What follows belongs to an exercise in optimizing a design on an open flow for small area, a short achievable clock period and few clock cycles per item; a production flow would make more cautious choices. Only simulation tests tie the RTL to the original design; equivalence was not proved.

File: flow/flow/run.sh
#!/bin/bash
set -euo pipefail
W=$(pwd)
export FLOW_ABC_SCRIPT="$W/flow/abc.script"
export FLOW_REF_SYNTH="$W/synth_recipe.tcl"
bash standard.sh SYNTH_SCRIPT="$W/flow/synth_abc.tcl" synth > "$W/synth.log" 2>&1
bash standard.sh SETUP_SLACK_MARGIN=8.15 finish > "$W/layout.log" 2>&1
File: flow/flow/abc.script
strash
&get -n
&dch -f
&nf
&put
File: flow/design.v
module sht_sbox_hi (input wire [7:0] a, output wire [17:0] m);
  wire U0=a[7],U1=a[6],U2=a[5],U3=a[4],U4=a[3],U5=a[2],U6=a[1],U7=a[0];
  wire T1=U0^U3, T2=U0^U5, T3=U0^U6, T4=U3^U5, T5=U4^U6, T6=T1^T5, T7=U1^U2;
  wire T8=U7^T6, T9=U7^T7, T10=T6^T7, T11=U1^U5, T12=U2^U5, T13=T3^T4, T14=T6^T11;
  wire T15=T5^T11, T16=T5^T12, T17=T9^T16, T18=U3^U7, T19=T7^T18, T20=T1^T19;
  wire T21=U6^U7, T22=T7^T21, T23=T2^T22, T24=T2^T10, T25=T20^T17, T26=T3^T16, T27=T1^T12;
  wire D=U7;
  wire M1=T13&T6, M2=T23&T8, M3=T14^M1, M4=T19&D, M5=M4^M1, M6=T3&T16, M7=T22&T9;
  wire M8=T26^M6, M9=T20&T17, M10=M9^M6, M11=T1&T15, M12=T4&T27, M13=M12^M11;
  wire M14=T2&T10, M15=M14^M11, M16=M3^M2, M17=M5^T24, M18=M8^M7, M19=M10^M15;
  wire M20=M16^M13, M21=M17^M15, M22=M18^M13, M23=M19^T25, M24=M22^M23, M25=M22&M20;
  wire M26=M21^M25, M27=M20^M21, M28=M23^M25, M29=M28&M27, M30=M26&M24, M31=M20&M23;
  wire M32=M27&M31, M33=M27^M25, M34=M21&M22, M35=M24&M34, M36=M24^M25, M37=M21^M29;
  wire M38=M32^M33, M39=M23^M30, M40=M35^M36, M41=M38^M40, M42=M37^M39, M43=M37^M38;
  wire M44=M39^M40, M45=M42^M41;
  wire M46=M44&T6, M47=M40&T8, M48=M39&D, M49=M43&T16, M50=M38&T9, M51=M37&T17;
  wire M52=M42&T15, M53=M45&T27, M54=M41&T10, M55=M44&T13, M56=M40&T23, M57=M39&T19;
  wire M58=M43&T3, M59=M38&T22, M60=M37&T20, M61=M42&T1, M62=M45&T4, M63=M41&T2;
  assign m = {M46, M47, M48, M49, M50, M51, M52, M53, M54, M55, M56, M57, M58, M59, M60, M61, M62, M63};
endmodule
module sht_sbox_lo (input wire [17:0] m, output wire [7:0] y);
  wire M46, M47, M48, M49, M50, M51, M52, M53, M54, M55, M56, M57, M58, M59, M60, M61, M62, M63;
  assign {M46, M47, M48, M49, M50, M51, M52, M53, M54, M55, M56, M57, M58, M59, M60, M61, M62, M63} = m;
  wire L0=M61^M62, L1=M50^M56, L2=M46^M48, L3=M47^M55, L4=M54^M58, L5=M49^M61;
  wire L6=M62^L5, L7=M46^L3, L8=M51^M59, L9=M52^M53, L10=M53^L4, L11=M60^L2;
  wire L12=M48^M51, L13=M50^L0, L14=M52^M61, L15=M55^L1, L16=M56^L0, L17=M57^L1;
  wire L18=M58^L8, L19=M63^L4, L20=L0^L1, L21=L1^L7, L22=L3^L12, L23=L18^L2;
  wire L24=L15^L9, L25=L6^L10, L26=L7^L9, L27=L8^L10, L28=L11^L14, L29=L11^L17;
  assign y[7]=L6^L24;
  assign y[6]=~(L16^L26);
  assign y[5]=~(L19^L28);
  assign y[4]=L6^L21;
  assign y[3]=L20^L22;
  assign y[2]=L25^L29;
  assign y[1]=~(L13^L27);
  assign y[0]=~(L6^L23);
endmodule
module sht_key_subword (
  input  wire [31:0] w3,
  output wire [71:0] swm
);
  sht_sbox_hi u_s0 (.a(w3[23:16]), .m(swm[71:54]));
  sht_sbox_hi u_s1 (.a(w3[15:8]),  .m(swm[53:36]));
  sht_sbox_hi u_s2 (.a(w3[7:0]),   .m(swm[35:18]));
  sht_sbox_hi u_s3 (.a(w3[31:24]), .m(swm[17:0]));
endmodule
module sht_key_lo (
  input  wire [71:0] swm,
  output wire [31:0] sw
);
  sht_sbox_lo u_s0 (.m(swm[71:54]), .y(sw[31:24]));
  sht_sbox_lo u_s1 (.m(swm[53:36]), .y(sw[23:16]));
  sht_sbox_lo u_s2 (.m(swm[35:18]), .y(sw[15:8]));
  sht_sbox_lo u_s3 (.m(swm[17:0]),  .y(sw[7:0]));
endmodule
module sht_key_expand (
  input  wire [127:0] rk_in,
  input  wire [31:0]  sw,       
  input  wire [7:0]   rcon,
  output wire [127:0] rk_out
);
  wire [31:0] w0 = rk_in[127:96];
  wire [31:0] w1 = rk_in[95:64];
  wire [31:0] w2 = rk_in[63:32];
  wire [31:0] w3 = rk_in[31:0];
  wire [31:0] t  = sw ^ {rcon, 24'h000000};
  wire [31:0] p0 = w0;
  wire [31:0] p1 = w0 ^ w1;
  wire [31:0] p2 = p1 ^ w2;
  wire [31:0] p3 = p1 ^ (w2 ^ w3);
  assign rk_out = {p0 ^ t, p1 ^ t, p2 ^ t, p3 ^ t};
endmodule
module sht_aes_sub (
  input  wire [127:0] s_in,
  output wire [287:0] sm
);
  genvar i;
  generate
    for (i = 0; i < 16; i = i + 1) begin : g_sub
      sht_sbox_hi u_sbox (.a(s_in[127-8*i -: 8]), .m(sm[287-18*i -: 18]));
    end
  endgenerate
endmodule
module sht_aes_mix (
  input  wire [287:0] sm,
  output wire [127:0] sr,
  output wire [127:0] mc
);
  wire [127:0] sb;    
  genvar i, c;
  generate
    for (i = 0; i < 16; i = i + 1) begin : g_sub
      sht_sbox_lo u_sbox (.m(sm[287-18*i -: 18]), .y(sb[127-8*i -: 8]));
    end
    for (i = 0; i < 16; i = i + 1) begin : g_shift
      assign sr[127-8*i -: 8] = sb[127-8*((i%4) + 4*(((i/4) + (i%4)) % 4)) -: 8];
    end
    for (c = 0; c < 4; c = c + 1) begin : g_mix
      wire [7:0] a0 = sr[127-32*c -: 8];
      wire [7:0] a1 = sr[119-32*c -: 8];
      wire [7:0] a2 = sr[111-32*c -: 8];
      wire [7:0] a3 = sr[103-32*c -: 8];
      wire [7:0] b0 = a0 ^ a1;
      wire [7:0] b1 = a1 ^ a2;
      wire [7:0] b2 = a2 ^ a3;
      wire [7:0] b3 = a3 ^ a0;
      wire [7:0] t  = b0 ^ b2;
      wire [7:0] d0 = {b0[6:0], 1'b0} ^ (b0[7] ? 8'h1b : 8'h00);
      wire [7:0] d1 = {b1[6:0], 1'b0} ^ (b1[7] ? 8'h1b : 8'h00);
      wire [7:0] d2 = {b2[6:0], 1'b0} ^ (b2[7] ? 8'h1b : 8'h00);
      wire [7:0] d3 = {b3[6:0], 1'b0} ^ (b3[7] ? 8'h1b : 8'h00);
      assign mc[127-32*c -: 8] = a0 ^ t ^ d0;
      assign mc[119-32*c -: 8] = a1 ^ t ^ d1;
      assign mc[111-32*c -: 8] = a2 ^ t ^ d2;
      assign mc[103-32*c -: 8] = a3 ^ t ^ d3;
    end
  endgenerate
endmodule
module sht_codegen (
  input  wire         clk,
  input  wire         rst,           
  input  wire [127:0] key,           
  input  wire         req_valid,
  output wire         req_ready,
  input  wire         req_fixed,     
  input  wire [31:0]  req_frame,     
  input  wire [31:0]  req_salt,      
  input  wire [5:0]   req_addr,      
  input  wire [23:0]  req_train,     
  input  wire [5:0]   req_pulses,    
  input  wire [4:0]   req_window,    
  output wire         off_valid,
  input  wire         off_ready,
  output wire [9:0]   off_data,      
  output wire         off_last,      
  output reg  [15:0]  keychk,
  output reg          keychk_valid
);
  reg         b_valid;
  reg  [93:0] base;          
  reg  [1:0]  b_lastblk;     
  reg  [2:0]  b_lastcnt;     
  reg  [4:0]  b_win;
  reg         b_fixed;
  reg  [1:0]  jblk;          
  reg  [1:0]   ini;          
  reg  [4:0]   c;            
  reg  [127:0] s;            
  reg  [287:0] x;            
  reg  [127:0] rk;           
  reg  [71:0]  w;            
  reg  [31:0]  wk;           
  reg          k1_q;         
  reg          go_q;         
  reg          adv_q;        
  reg          ld_q;         
  reg          rdy_q;        
  reg          chk_pending;  
  reg          ja_v, ja_chk, ja_last, ja_fixed;
  reg  [2:0]   ja_cnt;       
  reg  [4:0]   ja_win;
  reg          jb_v, jb_last, jb_fixed;
  reg  [2:0]   jb_cnt;
  reg  [4:0]   jb_win;
  reg  [127:0] oa, ob;
  reg  [3:0]   oa_rem, ob_rem;      
  reg  [2:0]   oa_slot, ob_slot;    
  reg          oa_last, ob_last;    
  reg  [4:0]   oa_win, ob_win;
  reg          oa_fixed, ob_fixed;
  reg          ev;
  reg  [20:0]  es, ec;       
  reg  [15:0]  ep;
  reg          ef, el;
  reg          ov;
  reg  [9:0]   od;
  reg          ol;
  wire [287:0] sm;
  wire [127:0] sr, mc;
  wire [71:0]  swm;
  wire [127:0] rk_next;
  reg  [7:0]   rcon;
  sht_aes_sub     u_sub (.s_in(s), .sm(sm));
  sht_aes_mix     u_mix (.sm(x), .sr(sr), .mc(mc));
  sht_key_subword u_ksw (.w3(rk[31:0]), .swm(swm));
  wire [31:0] sw;
  sht_key_lo     u_klo (.swm(w), .sw(sw));
  sht_key_expand u_kex (
    .rk_in (k1_q ? key : rk),
    .sw    (k1_q ? wk : sw),
    .rcon  (rcon),
    .rk_out(rk_next)
  );
  always @(*) begin
    case (c)
      5'd1:    rcon = 8'h01;
      5'd3:    rcon = 8'h02;
      5'd5:    rcon = 8'h04;
      5'd7:    rcon = 8'h08;
      5'd9:    rcon = 8'h10;
      5'd11:   rcon = 8'h20;
      5'd13:   rcon = 8'h40;
      5'd15:   rcon = 8'h80;
      5'd17:   rcon = 8'h1b;
      5'd19:   rcon = 8'h36;
      default: rcon = 8'h00;
    endcase
  end
  wire [127:0] s_round = mc ^ rk;    
  wire [127:0] s_final = sr ^ rk;    
  wire oa_empty = (oa_rem == 4'd0);
  wire ob_empty = (ob_rem == 4'd0);
  wire at_a     = (c == 5'd0);
  wire at_b     = (c == 5'd1);
  wire adv      = adv_q;
  wire ld_a     = at_a && adv;
  wire take     = b_valid && ((ld_a && !chk_pending) || at_b);
  wire ld_lastb = (jblk == b_lastblk);
  wire take_last = take && ld_lastb;
  wire b_load   = rdy_q;      
  assign req_ready = rdy_q;
  wire [5:0]   pulses_m1 = req_pulses - 6'd1;
  wire [1:0]   ini_d  = (ini != 2'd0) ? ini - 2'd1 : 2'd0;
  wire [4:0]   c_d    = !adv ? c : (c == 5'd19) ? 5'd0 : c + 5'd1;
  wire         go_d   = oa_empty && ob_empty;
  wire         chk_d  = chk_pending && !ld_a;
  wire         bv_d   = b_load ? req_valid : b_valid;
  wire [1:0]   jblk_d = take ? (ld_lastb ? 2'd0 : jblk + 2'd1) : jblk;
  wire [1:0]   lb_d   = b_load ? pulses_m1[4:3] : b_lastblk;
  wire         adv_d  = (ini_d == 2'd0) && (c_d != 5'd0 || go_d);
  wire         rdy_d  = !bv_d || ((jblk_d == lb_d) &&
                        ((c_d == 5'd0 && adv_d && !chk_d) || c_d == 5'd1));
  wire [127:0] pt = chk_pending ? 128'd0 : {base, 32'd0, jblk};
  wire         o_adv = !ov || off_ready;
  wire         e_adv = !ev || o_adv;
  wire         sel_a = !oa_empty;
  wire [15:0]  ra    = oa[16*oa_slot +: 16];
  wire [15:0]  rb    = ob[16*ob_slot +: 16];
  wire [15:0]  rsel  = sel_a ? ra : rb;
  wire [4:0]   wsel  = sel_a ? oa_win : ob_win;
  wire [20:0]  pp0   = wsel[0] ? {5'd0, rsel}        : 21'd0;
  wire [20:0]  pp1   = wsel[1] ? {4'd0, rsel, 1'b0}  : 21'd0;
  wire [20:0]  pp2   = wsel[2] ? {3'd0, rsel, 2'b0}  : 21'd0;
  wire [20:0]  pp3   = wsel[3] ? {2'd0, rsel, 3'b0}  : 21'd0;
  wire [20:0]  s1    = pp0 ^ pp1 ^ pp2;
  wire [20:0]  c1    = {(pp0[19:0] & pp1[19:0]) | (pp0[19:0] & pp2[19:0]) | (pp1[19:0] & pp2[19:0]), 1'b0};
  wire [20:0]  s2    = s1 ^ c1 ^ pp3;
  wire [20:0]  c2    = {(s1[19:0] & c1[19:0]) | (s1[19:0] & pp3[19:0]) | (c1[19:0] & pp3[19:0]), 1'b0};
  wire [20:0]  ep4   = {1'b0, ep, 4'b0};
  wire [20:0]  s3    = es ^ ec ^ ep4;
  wire [20:0]  c3    = {(es[19:0] & ec[19:0]) | (es[19:0] & ep4[19:0]) | (ec[19:0] & ep4[19:0]), 1'b0};
  wire [20:0]  prod  = s3 + c3;
  always @(posedge clk) begin
    if (rst) begin
      b_valid      <= 1'b0;
      jblk         <= 2'd0;
      ini          <= 2'd2;
      c            <= 5'd0;
      go_q         <= 1'b0;
      adv_q        <= 1'b0;
      ld_q         <= 1'b0;
      k1_q         <= 1'b0;
      rdy_q        <= 1'b1;
      chk_pending  <= 1'b1;
      ja_v         <= 1'b0;
      jb_v         <= 1'b0;
      keychk_valid <= 1'b0;
      oa_rem       <= 4'd0;
      ob_rem       <= 4'd0;
      ev           <= 1'b0;
      ov           <= 1'b0;
    end else begin
      ini   <= ini_d;
      c     <= c_d;
      go_q  <= go_d;
      adv_q <= adv_d;
      ld_q  <= (c_d == 5'd0) || (c_d == 5'd1);
      k1_q  <= (c_d == 5'd1);
      rdy_q <= rdy_d;
      if (b_load)
        b_valid <= req_valid;
      if (take)
        jblk <= ld_lastb ? 2'd0 : jblk + 2'd1;
      if (ld_a) begin
        if (ja_v && ja_chk)
          keychk_valid <= 1'b1;
        if (ja_v && !ja_chk)
          oa_rem <= {1'b0, ja_cnt} + 4'd1;
        ja_v        <= chk_pending || b_valid;
        chk_pending <= 1'b0;
      end
      if (at_b) begin
        if (jb_v)
          ob_rem <= {1'b0, jb_cnt} + 4'd1;
        jb_v <= b_valid;
      end
      if (o_adv)
        ov <= ev;
      if (e_adv) begin
        ev <= !oa_empty || !ob_empty;
        if (sel_a)
          oa_rem <= oa_rem - 4'd1;
        else if (!ob_empty)
          ob_rem <= ob_rem - 4'd1;
      end
    end
  end
  always @(posedge clk) begin
    if (b_load) begin
      base      <= {req_frame, req_salt, req_addr, req_train};
      b_lastblk <= pulses_m1[4:3];
      b_lastcnt <= pulses_m1[2:0];
      b_win     <= req_window;
      b_fixed   <= req_fixed;
    end
    if (ini == 2'd2)
      s <= pt ^ key;
    if (ini == 2'd1)
      x <= sm;
    if (ld_a && chk_pending)
      wk <= {sr[55:48], sr[79:72], sr[103:96], sr[31:24]};
    if (adv) begin
      x <= sm;
      if (ld_q)
        s <= pt ^ key;
      else
        s <= s_round;
      if (c[0])
        rk <= rk_next;
      else if (c != 5'd0)
        w <= swm;
    end
    if (ld_a) begin
      if (ja_v && ja_chk)
        keychk <= s_final[15:0];
      if (ja_v && !ja_chk) begin
        oa       <= s_final;
        oa_slot  <= 3'd0;
        oa_last  <= ja_last;
        oa_win   <= ja_win;
        oa_fixed <= ja_fixed;
      end
      ja_chk   <= chk_pending;
      ja_last  <= ld_lastb;
      ja_cnt   <= ld_lastb ? b_lastcnt : 3'd7;
      ja_win   <= b_win;
      ja_fixed <= b_fixed;
    end
    if (at_b) begin
      if (jb_v) begin
        ob       <= s_final;
        ob_slot  <= 3'd0;
        ob_last  <= jb_last;
        ob_win   <= jb_win;
        ob_fixed <= jb_fixed;
      end
      jb_last  <= ld_lastb;
      jb_cnt   <= ld_lastb ? b_lastcnt : 3'd7;
      jb_win   <= b_win;
      jb_fixed <= b_fixed;
    end
    if (o_adv) begin
      od <= ef ? 10'd0 : prod[20:11];
      ol <= el;
    end
    if (e_adv) begin
      es <= s2;
      ec <= c2;
      ep <= wsel[4] ? rsel : 16'd0;
      if (sel_a) begin
        ef      <= oa_fixed;
        el      <= oa_last && (oa_rem == 4'd1);
        oa_slot <= oa_slot + 3'd1;
      end else begin
        ef      <= ob_fixed;
        el      <= ob_last && (ob_rem == 4'd1);
        if (!ob_empty)
          ob_slot <= ob_slot + 3'd1;
      end
    end
  end
  assign off_valid = ov;
  assign off_data  = od;
  assign off_last  = ol;
endmodule
File: flow/standard.sh
#!/bin/bash
# synth_recipe.tcl (not shown) runs the flow's synth.tcl, then flattens the netlist and writes it again
# the make line also repeats each setting of config.mk as NAME=value (left out here)
make -C /OpenROAD-flow-scripts/flow DESIGN_CONFIG=/design/flow/config.mk WORK_HOME=/design/flow/orfs CLKGATE_MAP_FILE= SYNTH_SCRIPT=/design/flow/synth_recipe.tcl "${@:-finish}"
File: flow/config.mk
export PLATFORM = sky130hd
export DESIGN_NAME = sht_codegen
export DESIGN_NICKNAME = sht_codegen
export VERILOG_FILES = /design/flow/design.v
export SDC_FILE = /design/flow/constraint.sdc
export NUM_CORES = 4
export LEC_CHECK = 0
export CAP_MARGIN = 20
export CELL_PAD_IN_SITES_DETAIL_PLACEMENT = 2
export CELL_PAD_IN_SITES_GLOBAL_PLACEMENT = 2
export CORE_MARGIN = 2
export CORE_UTILIZATION = 30
export CTS_CLUSTER_DIAMETER = 200
export CTS_CLUSTER_SIZE = 20
export PLACE_DENSITY = 0.5
export SETUP_SLACK_MARGIN = 5
export SLEW_MARGIN = 20
File: flow/constraint.sdc
create_clock -name core_clock -period 12.0 [get_ports {clk}]
set_input_delay 2.4000 -clock core_clock [delete_from_list [all_inputs] [get_ports {clk}]]
set_output_delay 2.4000 -clock core_clock [all_outputs]
set_load 0.01 [all_outputs]
File: flow/flow/synth_abc.tcl
# The standard flow's synthesis script (synth_recipe.tcl), with ABC's mapping script
# replaced by flow/abc.script. Everything else, flip-flop mapping included,
# is unchanged.
proc abc {args} {
  set i [lsearch -exact $args -script]
  if { $i >= 0 } {
    lset args [expr { $i + 1 }] $::env(FLOW_ABC_SCRIPT)
  }
  yosys abc {*}$args
}
source $::env(FLOW_REF_SYNTH)
==> results of run 1 <==
==> stage by stage <==
| step | setup slack (ns) | cells |
|---|---|---|
| floorplan | 8.23 | 5638 |
| global placement | 6.51 | 9094 |
| detailed placement | 6.51 | 9094 |
| CTS | 8.12 | 9243 |
| global route | 8.10 | 9350 |
| finish | 8.12 | 9353 |
==> kinds of logic (layout without fill, tap and decap cells) <==
group / after synthesis / in the layout
XOR/XNOR: 2459 / 2459
buffers and inverters: 156 / 824
adder cells (fa/ha/maj): 112 / 112
AO/OA/AOI/OAI: 430 / 430
other: 0 / 4
multiplexers: 275 / 275
flip-flops: 1163 / 1163
AND/OR/NAND/NOR: 1043 / 1043
==> repair_timing <==
action                     in CTS  in global routing
pin swaps                      14                 36
setup endpoints to repair     483                354
resized for setup             335                185
hold endpoints to repair        0                  0
buffers inserted               58                106
hold buffers                    0                  0
==> worst max-delay path by stage <==
stage                                      end  depth (start not counted)                start
after floorplan           oa_rem[0]$_SDFF_PP0_                         12      c[0]$_SDFF_PP0_
after global placement        rk[27]$_DFFE_PP_                          7             key[123]
after detailed placement      rk[27]$_DFFE_PP_                          7             key[123]
after global routing           x[29]$_DFFE_PP_                         12      s[13]$_DFFE_PP_
after CTS                            keychk[1]                          1  keychk[1]$_DFFE_PP_
final                         rk[16]$_DFFE_PP_                          6             key[112]
==> sequential cells by signal, summed over array words and instances (netlist names), 4 cells and up <==
signal / count
x: 288
oa: 128
ob: 128
rk: 128
s: 128
base: 94
w: 72
wk: 32
ec: 16
ep: 16
es: 16
keychk: 16
od: 10
u_kex.rcon: 8
b_win: 5
c: 5
ja_win: 5
jb_win: 5
oa_win: 5
ob_win: 5
oa_rem: 4
ob_rem: 4
==> area by class of cell <==
cell class / count / area [um2]
antenna: 4 / 10.0
clock buffer: 85 / 1810
tap: 3043 / 3810
clock inverter: 6 / 71.3
fill: 23978 / 148000
sequential: 1163 / 34500
timing repair buffer: 577 / 5220
multi-input combinational: 4319 / 38300
inverter: 156 / 604
==> synth_stat cells (all sizes together) (15+ instances only) <==
cell,number,area (um2)
or2,20,125
mux2i,184,1840
a21oi,168,841
clkinv,156,586
o21ai,150,751
fa,44,881
mux4,64,1440
ha,68,851
xnor3,75,1690
edfxtp,1119,33600
and2,34,213
xnor2,1723,15100
dfxtp,44,881
nor2b,108,676
nand2b,69,432
nor3,15,75.1
nand2,168,631
xor2,657,5750
nor2,600,2250
mux2,27,304
==> worst reg2reg max path, cell delays in order, from the launching register on <==
cell	delay, ns
edfxtp_1	0.44
xor2_1	0.54
xnor2_1	0.38
xor2_1	0.26
xnor2_1	0.24
buf_4	0.25
xor2_1	0.32
xor2_1	0.16
o21ai_0	0.49
nand2_1	0.32
==> routing by layer <==
metal / wire (um) / share of wire, % / vias up / GRT usage [%]
li1: - / - / 20406 / -
met1: 127000 / 46 / 23239 / 31.8
met2: 136000 / 49 / 644 / 39.6
met3: 7420 / 2.7 / 172 / 1.65
met4: 6060 / 2.2 / 0 / 4.34
met5: 0 / 0 / - / 0
==> reports/results.ini, run 1 <==
[synthesis]
synth_cell_types = 53
synthMuxAreaShare_pct = 5.12
seq_area_frac_synth_pct = 49.2
synth-edff-count = 1119
syn_inst = 5638
synthXorXnorAreaFrac_pct = 32.3
synth.ff_latch_count = 1163
synthArstFlopShare_pct = 0
syn_area_per_cell_um2 = 12.4
ys_warn_count = 1
synth-simple-area-share_pct = 6.55
netlist_area_um2 = 70100
synthAdderAreaFrac_pct = 2.47
synth_ff_type = edfxtp_1
synth_nets = 5988
synth_top_family_by_area = XOR/XNOR gates
synth_compound_area_share_pct = 3.53

[timing]
hold_ws_ns = 0.416
tightestPinTransition_ns = 1.26
slew_violations = 0
period_share_pct = 32.4
rsz0062_at_grt = yes
clock.fmax_ghz = 0.258
final.setup_skew_ns = 0.0327
min_period_ns = 3.88
setup-violations-final = 0
finalHoldViolCount = 0
finalSetupTns_ns = 0
relSlewSlack_pct = 15.2

[clock_tree]
cts_buffers = 68
cts_sinks = 1163
clock_latency_ns = 0.74
cts_tree = done
cts.reportedPaths.clkPinSlew_ns = 0.10
htree_levels = 3
clock_tree.root_cell = clkbuf_16
clockBufferDepth = 3

[detailed_routing]
firstDrtPassIters = 5
drt_iter0_drc = 2718
ant_nets = 0
vias = 44461
vias_per_cell = 4.75
drc = 0
wl_per_cell_um = 29.6
routed_wl_mm = 276

[place]
dpl_cell_area_um2 = 77900
io_buffers = 266
hpwl_mm = 220
place.gp.congestion = 0.842

[floorplan]
die_y_um = 487
ioPinCount = 268
floorplan.die_area_um2 = 237000
rows = 177
start_util_pct = 30.1
core_area_um2 = 233000
die_x_um = 487

[worst_hold_path]
worstHoldPathCells = 0
hold_path.class = reg2reg
min_to = oa_win[3]$_DFFE_PP_
hold_start = ja_win[3]$_DFFE_PN_

[setup_path]
crit_chain = clkdlybuf4s50_1 > mux2i_1 > xor2_1 > xnor2_1 > xnor2_1 > xnor2_1
reg2reg_slack_ns = 8.26
path_buf_inv = 1
r2r_end = s[2]$_DFFE_PP_
r2r.worst_path.cells = 9
crit_family = XOR/XNOR gates
reg2reg_from = x[254]$_DFFE_PP_
critPathMaxStageDelay_ns = 0.60
worstSetupStartpointType = primary input
critPathSlowestCell = xnor2_1
setup.worst_path.end_class = flip-flop
crit_fanout = 2
path_class = in2reg
worstPathArrival_ns = 4.34
cp_data_required_time_ns = 12.46
cpMostUsedCell = xnor2_1

[job]
cap_violations = 0

[outcome]
outcome = complete, no violations

[grt]
gr-total-overflow = 0
grt_pass1_wl_mm = 380
grtUsageTotal_pct = 23.0
antenna_found_initial = 22
first_global_vias = 47130
grt_max_degree = 76

[cells_and_area]
final_util_pct = 36.3
final_common_cell = xnor2_1
finalInstanceArea_um2 = 84300
drive_gt1_share_pct = 13.1
nets = 6635
layout_common_cells = xnor2_1 (1491), edfxtp_1 (1119), xor2_1 (613), nor2_1 (600), buf_4 (290)
syn_to_final_growth_pct = 20.3

Testbench counts, summed over its fixed seeds: cycles 37,634, items 25,639.
==> run 2: changes to the inputs <==
==> flow/flow/run.sh (replaced) <==
#!/bin/bash
set -euo pipefail
W=$(pwd)
export FLOW_ABC_SCRIPT="$W/flow/abc.script"
export FLOW_REF_SYNTH="$W/synth_recipe.tcl"
bash standard.sh SYNTH_SCRIPT="$W/flow/synth_abc.tcl" synth > "$W/synth.log" 2>&1
bash standard.sh SETUP_SLACK_MARGIN=8.45 finish > "$W/layout.log" 2>&1
==> reports/results.ini, run 2 <==
[grt]
antenna_found_initial = 22  ; unchanged
gr-total-overflow = 0  ; unchanged
grt_max_degree = 152  ; was 76
first_global_vias = 48055  ; was 47.1k
grtUsageTotal_pct = 23.4  ; was 23.0%
grt_pass1_wl_mm = 386  ; was 380 mm

[timing]
relSlewSlack_pct = 19.0  ; was 15.2%
finalSetupTns_ns = 0  ; unchanged
rsz0062_at_grt = yes  ; unchanged
clock.fmax_ghz = 0.262  ; was 0.258 GHz
finalHoldViolCount = 0  ; unchanged
period_share_pct = 31.8  ; was 32.4%
tightestPinTransition_ns = 1.21  ; was 1.26 ns
min_period_ns = 3.81  ; was 3.88 ns
final.setup_skew_ns = 0.0296  ; was 0.0327 ns
slew_violations = 0  ; unchanged
setup_ws_ns = 8.19  ; was 8.12 ns
setup-violations-final = 0  ; unchanged

[place]
io_buffers = 266  ; unchanged
place.gp.congestion = 0.824  ; was 0.842
dpl_cell_area_um2 = 77700  ; was 77900 um2
hpwl_mm = 219  ; was 220 mm
place_worst_setup_slack_ns = 6.56  ; was 6.51 ns

[cells_and_area]
fill_cells = 23452  ; was 24.0k
multi_input_area_um2 = 42200  ; was 38300 um2
largest_register_ffs = 288  ; unchanged
layout_common_cells = xnor2_1 (1291), edfxtp_1 (1119), nor2_1 (577), buf_4 (540), xor2_1 (526)  ; was xnor2_1 (1491), edfxtp_1 (1119), xor2_1 (613), nor2_1 (600), buf_4 (290)
regMostFlops = x  ; unchanged
final_common_cell = xnor2_1  ; unchanged
drive_gt1_share_pct = 24.2  ; was 13.1%
nets = 6941  ; was 6635
syn_to_final_growth_pct = 29.8  ; was 20.3%
ff_latch_area_um2 = 34500  ; about the same
finalInstanceArea_um2 = 91000  ; was 84300 um2

[synthesis]
synthArstFlopShare_pct = 0  ; unchanged
synth-edff-count = 1119  ; unchanged
netlist_area_um2 = 70100  ; unchanged
synth_area_leaders = edfxtp_1 (48%), xnor2_1 (22%), xor2_1 (8.2%)  ; unchanged
synth.ff_latch_count = 1163  ; unchanged
synth_top_area_share_pct = 47.9  ; unchanged
yosys.area.top_type = edfxtp_1  ; unchanged
ys_warn_count = 1  ; unchanged
synthTopCellsByCount = xnor2_1 (1723), edfxtp_1 (1119), xor2_1 (657), nor2_1 (600), mux2i_1 (184)  ; unchanged
synth_nets = 5988  ; unchanged
yosysMostFrequentCell = xnor2_1  ; unchanged
seq_area_frac_synth_pct = 49.2  ; unchanged
syn_area_per_cell_um2 = 12.4  ; unchanged
synth_ff_type = edfxtp_1  ; unchanged
synth_cell_types = 53  ; unchanged
syn_inst = 5638  ; unchanged

[detailed_routing]
ant_nets = 0  ; unchanged
vias = 45931  ; was 44.5k
drc = 0  ; unchanged
routed_wl_mm = 287  ; was 276 mm
vias_per_cell = 4.76  ; was 4.75
firstDrtPassIters = 5  ; unchanged
wl_per_cell_um = 29.7  ; was 29.6 um
drt_iter0_drc = 2923  ; was 2718

[setup_path]
setup.worst_path.end_class = primary output  ; was flip-flop
crit_fanout = 1  ; was 2
path_class = reg2out  ; was in2reg
path_buf_inv = 1  ; unchanged
crit_chain = buf_2  ; was clkdlybuf4s50_1 > mux2i_1 > xor2_1 > xnor2_1 > xnor2_1 > xnor2_1
worstPathArrival_ns = 1.41  ; was 4.34 ns
critPathMaxStageDelay_ns = 0.51  ; was 0.60 ns
critPathSlowestCell = edfxtp_1  ; was xnor2_1
worstSetupStartpointType = flip-flop  ; was primary input
cp_data_required_time_ns = 9.60  ; was 12.46 ns
crit_family = flip-flops  ; was XOR/XNOR gates

[clock_tree]
clockBufferDepth = 3  ; unchanged
cts_tree = done  ; unchanged
htree_levels = 3  ; unchanged
cts_sinks = 1163  ; unchanged
clock_latency_ns = 0.72  ; was 0.74 ns
clock_tree.root_cell = clkbuf_16  ; unchanged
cts.reportedPaths.clkPinSlew_ns = 0.08  ; was 0.10 ns
hold_buffers = 0  ; unchanged
cts_buffers = 68  ; unchanged

[floorplan]
ioPinCount = 268  ; unchanged
start_util_pct = 30.1  ; unchanged
rows = 177  ; unchanged
core_area_um2 = 233000  ; unchanged
die_x_um = 487  ; unchanged
floorplan.die_area_um2 = 237000  ; unchanged
die_y_um = 487  ; unchanged

[job]
cap_violations = 0  ; unchanged

[worst_hold_path]
hold_path.class = reg2reg  ; unchanged

[outcome]
outcome = complete, no violations  ; unchanged

[run 2: cell counts after synthesis]
No cell type changed its count.
[run 2: layer usage]
layer	vias up	global-route usage, %	routed length [um]
met2	740	39.9	142000
met4	0	5.14	6210
met1	24051	32.1	130000
li1	20980	-	-
met3	160	1.92	9100
met5	-	0	0
[run 2: cells by family (layout without fill, tap and decap cells)]
| family | Yosys count | in the layout | synth area share (%) |
|---|---|---|---|
| buffers and inverters | 156 | 1126 | 0.836 |
| AOI/OAI and AO/OA | 430 | 430 | 3.53 |
| xor gates and xnor gates | 2459 | 2459 | 32.3 |
| adders and majority gates | 112 | 112 | 2.47 |
| muxes | 275 | 275 | 5.12 |
| and+or+nand+nor | 1043 | 1043 | 6.55 |
| DFF | 1163 | 1163 | 49.2 |
| other | 0 | 3 | 0 |
[run 2: layout make-up]
class                           instances  area share, %
Antenna cell                            3        0.00825
Sequential cell                      1163           37.9
Multi-Input combinational cell       4319           46.4
Timing Repair Buffer                  882           8.74
Inverter                              156          0.664
Clock inverter                          2         0.0316
Timing Repair inverter                  1        0.00963
Clock buffer                           85           2.01
Tap cell                             3043           4.19
[run 2: what timing repair did]
action                                  CTS  global route
endpoints found under the setup margin  723           355
cloned                                    4             2
pin swaps                               115           247
setup buffers                           207           281
gates resized for setup                 814           440
[run 2: worst paths after layout]
check / startpoint / to / slack [ns] / depth (start not counted)
worst min-delay path: ja_win[4]$_DFFE_PN_ / oa_win[4]$_DFFE_PP_ / 0.43 / 0
worst min register to register: ja_win[4]$_DFFE_PN_ / oa_win[4]$_DFFE_PP_ / 0.43 / 0
worst max register to register: x[164]$_DFFE_PP_ / s[26]$_DFFE_PP_ / 8.45 / 8
worst max-delay path: keychk[2]$_DFFE_PP_ / keychk[2] / 8.19 / 1
[run 2: through the flow]
step,std cells,hold WS (ns),util (%)
2_1_floorplan,5638,0.400,-
3_3_place_gp,9070,0.401,33.4
3_5_place_dp,9070,0.406,33.4
4_1_cts,9368,0.430,36.9
5_1_grt,9652,0.438,39.1
6_report,9654,0.426,39.1
==> run 3: changes to the inputs <==
==> flow/flow/run.sh (replaced) <==
#!/bin/bash
set -euo pipefail
W=$(pwd)
export FLOW_ABC_SCRIPT="$W/flow/abc.script"
export FLOW_REF_SYNTH="$W/synth_recipe.tcl"
bash standard.sh SYNTH_SCRIPT="$W/flow/synth_abc.tcl" synth > "$W/synth.log" 2>&1
bash standard.sh SETUP_SLACK_MARGIN=8.3 finish > "$W/layout.log" 2>&1
==> reports/results.ini, run 3 <==
[synthesis]
yosys.area.top_type = edfxtp_1  ; unchanged
seq_area_frac_synth_pct = 49.2  ; unchanged
netlist_area_um2 = 70100  ; unchanged
synth_ff_type = edfxtp_1  ; unchanged
syn_area_per_cell_um2 = 12.4  ; unchanged
synth-edff-count = 1119  ; unchanged
synth_nets = 5988  ; unchanged
synth_area_leaders = edfxtp_1 (48%), xnor2_1 (22%), xor2_1 (8.2%)  ; unchanged
synthAdderAreaFrac_pct = 2.47  ; unchanged
syn_inst = 5638  ; unchanged
synthArstFlopShare_pct = 0  ; unchanged
synth.ff_latch_count = 1163  ; unchanged
synthTopCellsByCount = xnor2_1 (1723), edfxtp_1 (1119), xor2_1 (657), nor2_1 (600), mux2i_1 (184)  ; unchanged
yosysMostFrequentCell = xnor2_1  ; unchanged
synthMuxAreaShare_pct = 5.12  ; unchanged
synth_top_area_share_pct = 47.9  ; unchanged
synth-simple-area-share_pct = 6.55  ; unchanged
synth_compound_area_share_pct = 3.53  ; unchanged
synth_top_family_by_area = XOR/XNOR gates  ; unchanged
synth_cell_types = 53  ; unchanged
synthXorXnorAreaFrac_pct = 32.3  ; unchanged
ys_warn_count = 1  ; unchanged

[floorplan]
ioPinCount = 268  ; unchanged
die_x_um = 487  ; unchanged
rows = 177  ; unchanged
die_y_um = 487  ; unchanged
start_util_pct = 30.1  ; unchanged
core_area_um2 = 233000  ; unchanged
floorplan.die_area_um2 = 237000  ; unchanged

[clock_tree]
cts.reportedPaths.clkPinSlew_ns = 0.09  ; was 0.08 ns
clockBufferDepth = 3  ; unchanged
cts_buffers = 68  ; unchanged
clock_tree.root_cell = clkbuf_16  ; unchanged
htree_levels = 3  ; unchanged
cts_sinks = 1163  ; unchanged
clock_latency_ns = 0.75  ; was 0.72 ns
cts_tree = done  ; unchanged

[place]
dpl_cell_area_um2 = 77800  ; was 77700 um2
io_buffers = 266  ; unchanged
place.gp.congestion = 0.848  ; was 0.824
hpwl_mm = 220  ; was 219 mm

[timing]
rsz0062_at_grt = yes  ; unchanged
relSlewSlack_pct = 24.7  ; was 19.0%
slew_violations = 0  ; unchanged
period_share_pct = 31.8  ; about the same
setup-violations-final = 0  ; unchanged
tightestPinTransition_ns = 1.12  ; was 1.21 ns
clock.fmax_ghz = 0.262  ; about the same
min_period_ns = 3.82  ; was 3.81 ns
finalSetupTns_ns = 0  ; unchanged
finalHoldViolCount = 0  ; unchanged
final.setup_skew_ns = 0.0556  ; was 0.0296 ns

[detailed_routing]
drt_iter0_drc = 2782  ; was 2923
wl_per_cell_um = 29.8  ; was 29.7 um
ant_nets = 0  ; unchanged
routed_wl_mm = 281  ; was 287 mm
drc = 0  ; unchanged
firstDrtPassIters = 5  ; unchanged
vias = 45062  ; was 45.9k
vias_per_cell = 4.77  ; was 4.76

[setup_path]
reg2reg_from = x[20]$_DFFE_PP_  ; was x[164]$_DFFE_PP_
path_class = in2reg  ; was reg2out
worstPathArrival_ns = 4.21  ; was 1.41 ns
cp_data_required_time_ns = 12.39  ; was 9.60 ns
setup.worst_path.end_class = flip-flop  ; was primary output
critPathLaunch = key[79]  ; was keychk[2]$_DFFE_PP_
crit_chain = clkdlybuf4s50_1 > xnor2_1 > nor2_1 > a21oi_1  ; was buf_2
critPathMaxStageDelay_ns = 0.68  ; was 0.51 ns
crit_fanout = 2  ; was 1
critPathSlowestCell = nor2_1  ; was edfxtp_1
path_buf_inv = 1  ; unchanged
crit_family = simple AND/OR/NAND/NOR gates  ; was flip-flops
worstSetupStartpointType = primary input  ; was flip-flop

[cells_and_area]
finalInstanceArea_um2 = 86700  ; was 91000 um2
final_common_cell = xnor2_1  ; unchanged
layout_common_cells = xnor2_1 (1407), edfxtp_1 (1119), nor2_1 (595), xor2_1 (570), buf_4 (359)  ; was xnor2_1 (1291), edfxtp_1 (1119), nor2_1 (577), buf_4 (540), xor2_1 (526)
largest_register_ffs = 288  ; unchanged
regMostFlops = x  ; unchanged
drive_gt1_share_pct = 17.6  ; was 24.2%
syn_to_final_growth_pct = 23.8  ; was 29.8%
nets = 6724  ; was 6941

[grt]
grt_max_degree = 91  ; was 152
grtUsageMet2_pct = 40.1  ; was 39.9%
busiest_layer = met2  ; unchanged
antenna_found_initial = 17  ; was 22
first_global_vias = 48048  ; was 48.1k
gr-total-overflow = 0  ; unchanged
grt_pass1_wl_mm = 386  ; about the same
use_met3_pct = 2.14  ; was 1.92%
grtUsageTotal_pct = 23.3  ; was 23.4%
use_met1_pct = 31.8  ; was 32.1%

[worst_hold_path]
hold_path.class = reg2reg  ; unchanged
hold_start = ja_fixed$_DFFE_PN_  ; was ja_win[4]$_DFFE_PN_

[job]
cap_violations = 0  ; unchanged

[outcome]
outcome = complete, no violations  ; unchanged

==> run 3: cell types whose count changed in the layout (fill, tap and decap cells not counted), sizes merged <==
| cell | before | now |
|---|---|---|
| inv | 12 | 5 |
| bufinv | 0 | 1 |
| clkinv | 147 | 157 |
| buf | 645 | 429 |
| clkbuf | 90 | 84 |
| dlygate4sd2 | 16 | 9 |
| clkdlybuf4s50 | 200 | 223 |
| diode | 3 | 6 |
| clkdlybuf4s15 | 2 | 1 |
| dlymetal6s2s | 14 | 3 |
==> run 3: through the flow <==
step                hold WS (ns)  instances  setup WS, ns  util, %
floorplan                  0.400       5638          8.35        -
global placement           0.400       9072          6.22     33.4
detailed placement         0.405       9072          6.23     33.4
CTS                        0.427       9290          8.18     35.9
global route               0.437       9439          8.21     37.3
finish                     0.425       9443          8.18     37.3
==> run 3: final cells by class <==
| type | count | area, um2 |
|---|---|---|
| Tap cell | 3043 | 3810 |
| Antenna cell | 6 | 15.0 |
| Sequential cell | 1163 | 34500 |
| Clock buffer | 84 | 1800 |
| Multi-Input combinational cell | 4319 | 39900 |
| Inverter | 156 | 612 |
| Timing Repair Buffer | 665 | 5980 |
| Clock inverter | 6 | 71.3 |
| Timing Repair inverter | 1 | 8.76 |
| Fill cell | 23747 | 146000 |
==> run 3: repair_timing <==
item | CTS | global route
setup endpoints to repair | 639 | 321
gates resized for setup | 542 | 278
hold buffers | 0 | 0
hold endpoints to repair | 0 | 0
setup buffers | 127 | 146
pin swaps | 40 | 89
cloned | 1 | 0
==> run 3: cells by family (layout without fill, tap and decap cells) <==
group | after synthesis | count (layout)
compound gates | 430 | 430
xor+xnor | 2459 | 2459
fa+ha+maj | 112 | 112
buf+inv | 156 | 912
flops | 1163 | 1163
mux | 275 | 275
other cells | 0 | 6
simple gates | 1043 | 1043
==> run 3: layer usage <==
layer | vias up | share of wire [%] | routed length [um]
li1 | 20542 | - | -
met1 | 23674 | 45 | 128000
met2 | 659 | 49 | 139000
met3 | 185 | 2.9 | 8150
met4 | 2 | 2.2 | 6290
met5 | - | 0.0071 | 20
==> run 3: final timing paths <==
| kind | endpoint | slack, ns | cells after the start |
|---|---|---|---|
| max | s[79]$_DFFE_PP_ | 8.18 | 4 |
| min | oa_fixed$_DFFE_PP_ | 0.42 | 0 |
| max reg2reg | s[76]$_DFFE_PP_ | 8.37 | 9 |
| min reg2reg | oa_fixed$_DFFE_PP_ | 0.42 | 0 |
==> run 4: changes to the inputs <==
==> flow/flow/run.sh (replaced) <==
#!/bin/bash
set -euo pipefail
W=$(pwd)
export FLOW_ABC_SCRIPT="$W/flow/abc.script"
export FLOW_REF_SYNTH="$W/synth_recipe.tcl"
bash standard.sh SYNTH_SCRIPT="$W/flow/synth_abc.tcl" synth > "$W/synth.log" 2>&1
bash standard.sh SETUP_SLACK_MARGIN=8.35 finish > "$W/layout.log" 2>&1
--- a/flow/config.mk
+++ b/flow/config.mk
@@ -10,6 +10,7 @@
 export CELL_PAD_IN_SITES_GLOBAL_PLACEMENT = 2
 export CORE_MARGIN = 2
 export CORE_UTILIZATION = 30
+export CTS_BUF_LIST = sky130_fd_sc_hd__clkbuf_4 sky130_fd_sc_hd__clkbuf_8 sky130_fd_sc_hd__clkbuf_16
 export CTS_CLUSTER_DIAMETER = 200
 export CTS_CLUSTER_SIZE = 20
 export PLACE_DENSITY = 0.5
==> reports/results.ini, run 4 <==
[synthesis]
syn_area_per_cell_um2 = 12.4  ; unchanged
yosys.area.top_type = edfxtp_1  ; unchanged
seq_area_frac_synth_pct = 49.2  ; unchanged
synthArstFlopShare_pct = 0  ; unchanged
synth.ff_latch_count = 1163  ; unchanged
synth_top_area_share_pct = 47.9  ; unchanged
synth_nets = 5988  ; unchanged
synth-edff-count = 1119  ; unchanged
yosysMostFrequentCell = xnor2_1  ; unchanged
netlist_area_um2 = 70100  ; unchanged
syn_inst = 5638  ; unchanged
ys_warn_count = 1  ; unchanged
synth_cell_types = 53  ; unchanged
synth_area_leaders = edfxtp_1 (48%), xnor2_1 (22%), xor2_1 (8.2%)  ; unchanged
synth_ff_type = edfxtp_1  ; unchanged
synthTopCellsByCount = xnor2_1 (1723), edfxtp_1 (1119), xor2_1 (657), nor2_1 (600), mux2i_1 (184)  ; unchanged

[cells_and_area]
regMostFlops = x  ; unchanged
nets = 6799  ; was 6724
syn_to_final_growth_pct = 25.6  ; was 23.8%
stdcell_count = 9518  ; was 9443
finalInstanceArea_um2 = 88000  ; was 86700 um2
drive_gt1_share_pct = 19.9  ; was 17.6%
largest_register_ffs = 288  ; unchanged
layout_common_cells = xnor2_1 (1377), edfxtp_1 (1119), nor2_1 (593), xor2_1 (553), buf_4 (425)  ; was xnor2_1 (1407), edfxtp_1 (1119), nor2_1 (595), xor2_1 (570), buf_4 (359)
final_common_cell = xnor2_1  ; unchanged

[setup_path]
worstSetupStartpointType = flip-flop  ; was primary input
cp.depth = 1  ; was 4
path_buf_inv = 1  ; unchanged
worstPathArrival_ns = 1.31  ; was 4.21 ns
crit_chain = buf_6  ; was clkdlybuf4s50_1 > xnor2_1 > nor2_1 > a21oi_1
path_class = reg2out  ; was in2reg
critPathSlowestCell = dfxtp_4  ; was nor2_1
r2r.worst_path.cells = 9  ; unchanged
setup.worst_path.end_class = primary output  ; was flip-flop
critPathMaxStageDelay_ns = 0.44  ; was 0.68 ns
crit_family = flip-flops  ; was simple AND/OR/NAND/NOR gates
crit_fanout = 2  ; unchanged
cp_data_required_time_ns = 9.60  ; was 12.39 ns

[job]
cap_violations = 0  ; unchanged

[detailed_routing]
vias = 45316  ; was 45.1k
wl_met2_mm = 140  ; was 139 mm
wl_per_cell_um = 29.8  ; about the same
routed_wl_mm = 283  ; was 281 mm
wl_met1_mm = 129  ; was 128 mm
wl_met3_mm = 8.34  ; was 8.15 mm
drt_iter0_drc = 2786  ; was 2782
ant_nets = 0  ; unchanged
vias_per_cell = 4.76  ; was 4.77
dr.max_layer_used = met5  ; unchanged
firstDrtPassIters = 5  ; unchanged
drc = 0  ; unchanged

[grt]
first_global_vias = 48244  ; was 48.0k
grtUsageTotal_pct = 23.4  ; was 23.3%
gr-total-overflow = 0  ; unchanged
antenna_found_initial = 17  ; unchanged
grt_pass1_wl_mm = 387  ; was 386 mm
grt_max_degree = 91  ; unchanged

[clock_tree]
hold_buffers = 0  ; unchanged
cts_sinks = 1163  ; unchanged
cts_tree = done  ; unchanged
cts_buffers = 68  ; unchanged
clock_latency_ns = 0.74  ; was 0.75 ns
clockBufferDepth = 3  ; unchanged
clock_tree.root_cell = clkbuf_16  ; unchanged
htree_levels = 3  ; unchanged
cts.reportedPaths.clkPinSlew_ns = 0.09  ; about the same

[timing]
final.setup_skew_ns = 0.0510  ; was 0.0556 ns
slew_violations = 0  ; unchanged
relSlewSlack_pct = 13.3  ; was 24.7%
setup-violations-final = 0  ; unchanged
rsz0062_at_grt = yes  ; unchanged
tightestPinTransition_ns = 1.28  ; was 1.12 ns
period_share_pct = 30.9  ; was 31.8%
finalHoldViolCount = 0  ; unchanged
min_period_ns = 3.71  ; was 3.82 ns
finalSetupTns_ns = 0  ; unchanged
clock.fmax_ghz = 0.270  ; was 0.262 GHz

[floorplan]
ioPinCount = 268  ; unchanged
core_area_um2 = 233000  ; unchanged
die_y_um = 487  ; unchanged
floorplan.die_area_um2 = 237000  ; unchanged
rows = 177  ; unchanged
die_x_um = 487  ; unchanged
start_util_pct = 30.1  ; unchanged

[place]
dpl_cell_area_um2 = 77800  ; unchanged
place.gp.congestion = 0.848  ; unchanged
hpwl_mm = 220  ; unchanged
place_inst = 9072  ; unchanged
io_buffers = 266  ; unchanged

[outcome]
outcome = complete, no violations  ; unchanged

[worst_hold_path]
hold_path.class = reg2reg  ; unchanged
worstHoldPathCells = 0  ; unchanged

## run 4: per-stage QoR
| step | setup WS [ns] | util [%] | hold WS (ns) |
|---|---|---|---|
| floorplan | 8.35 | - | 0.400 |
| global placement | 6.22 | 33.4 | 0.400 |
| detailed placement | 6.23 | 33.4 | 0.405 |
| CTS | 8.20 | 36.2 | 0.427 |
| global route | 8.20 | 37.9 | 0.437 |
| finish | 8.29 | 37.9 | 0.425 |
## run 4: path summary, 6_finish.rpt
| kind | from | end | slack [ns] |
|---|---|---|---|
| max | rdy_q$_SDFF_PP1_ | req_ready | 8.29 |
| min | ja_fixed$_DFFE_PN_ | oa_fixed$_DFFE_PP_ | 0.43 |
| max reg2reg | x[244]$_DFFE_PP_ | s[38]$_DFFE_PP_ | 8.36 |
| min reg2reg | ja_fixed$_DFFE_PN_ | oa_fixed$_DFFE_PP_ | 0.43 |
## run 4: repair_timing
item	in CTS	in global routing
setup buffers	158	188
resized for setup	602	319
cloned	1	2
pin swaps	60	120
setup endpoints to repair	670	291
## run 4: per-layer routing
metal / up-vias / global-route usage (%)
met1: 23775 / 31.9
met5: - / 0
met3: 193 / 2.02
li1: 20681 / -
met2: 665 / 40.3
met4: 2 / 4.76
## run 4: final cells by class
type                       count  area (um2)
antenna                        6        15.0
clock buffer                  84        1860
clock inverter                 6        71.3
fill                       23668      144000
inverter                     156         612
multi-input combinational   4319       40500
sequential                  1163       34500
tap                         3043        3810
timing repair buffer         740        6650
timing repair inverter         1        8.76
## run 4: cells by family after synthesis
family	count (synthesis)	share of synthesized area, %
adders and majority gates	112	2.47
AOI/OAI and AO/OA	430	3.53
muxes	275	5.12
xor gates and xnor gates	2459	32.3
and+or+nand+nor	1043	6.55
DFF	1163	49.2
buffers and inverters	156	0.836

separate check: timing with driven ports:
How much do the figures lean on ideal ports? The routed layouts below were timed once more, with nothing changed but the port constraints.
Step 1: set_driving_cell puts a clkbuf_16 on clk and a buf_2 on each other input, an assumption about the parent block.
Step 2 adds t to the input delays and takes it off the output delays; t is the mean of the earliest and latest rising clock arrival at the registers after step 1. Input paths then give back, and output paths get back, about the clock's delay inside the block.
Slacks: ideal / step 1 / step 2; pairs: ideal / step 1.
run	t, ns	setup WS [ns]	clock arrival spread, ns	worst data-port slew with drivers (ns)
run 1	0.807	8.117 / 8.099 / 7.372	0.036 / 0.037	0.06
run 2	0.793	8.186 / 8.097 / 7.705	0.032 / 0.032	0.07
run 3	0.810	8.181 / 8.199 / 7.429	0.055 / 0.056	0.08
run 4	0.810	8.290 / 8.200 / 7.552	0.054 / 0.054	0.08
After both steps every run listed still meets setup and hold. The setup slack of run 3, which loses most, moves by +0.018 ns with the drivers and by -0.752 ns with both steps.
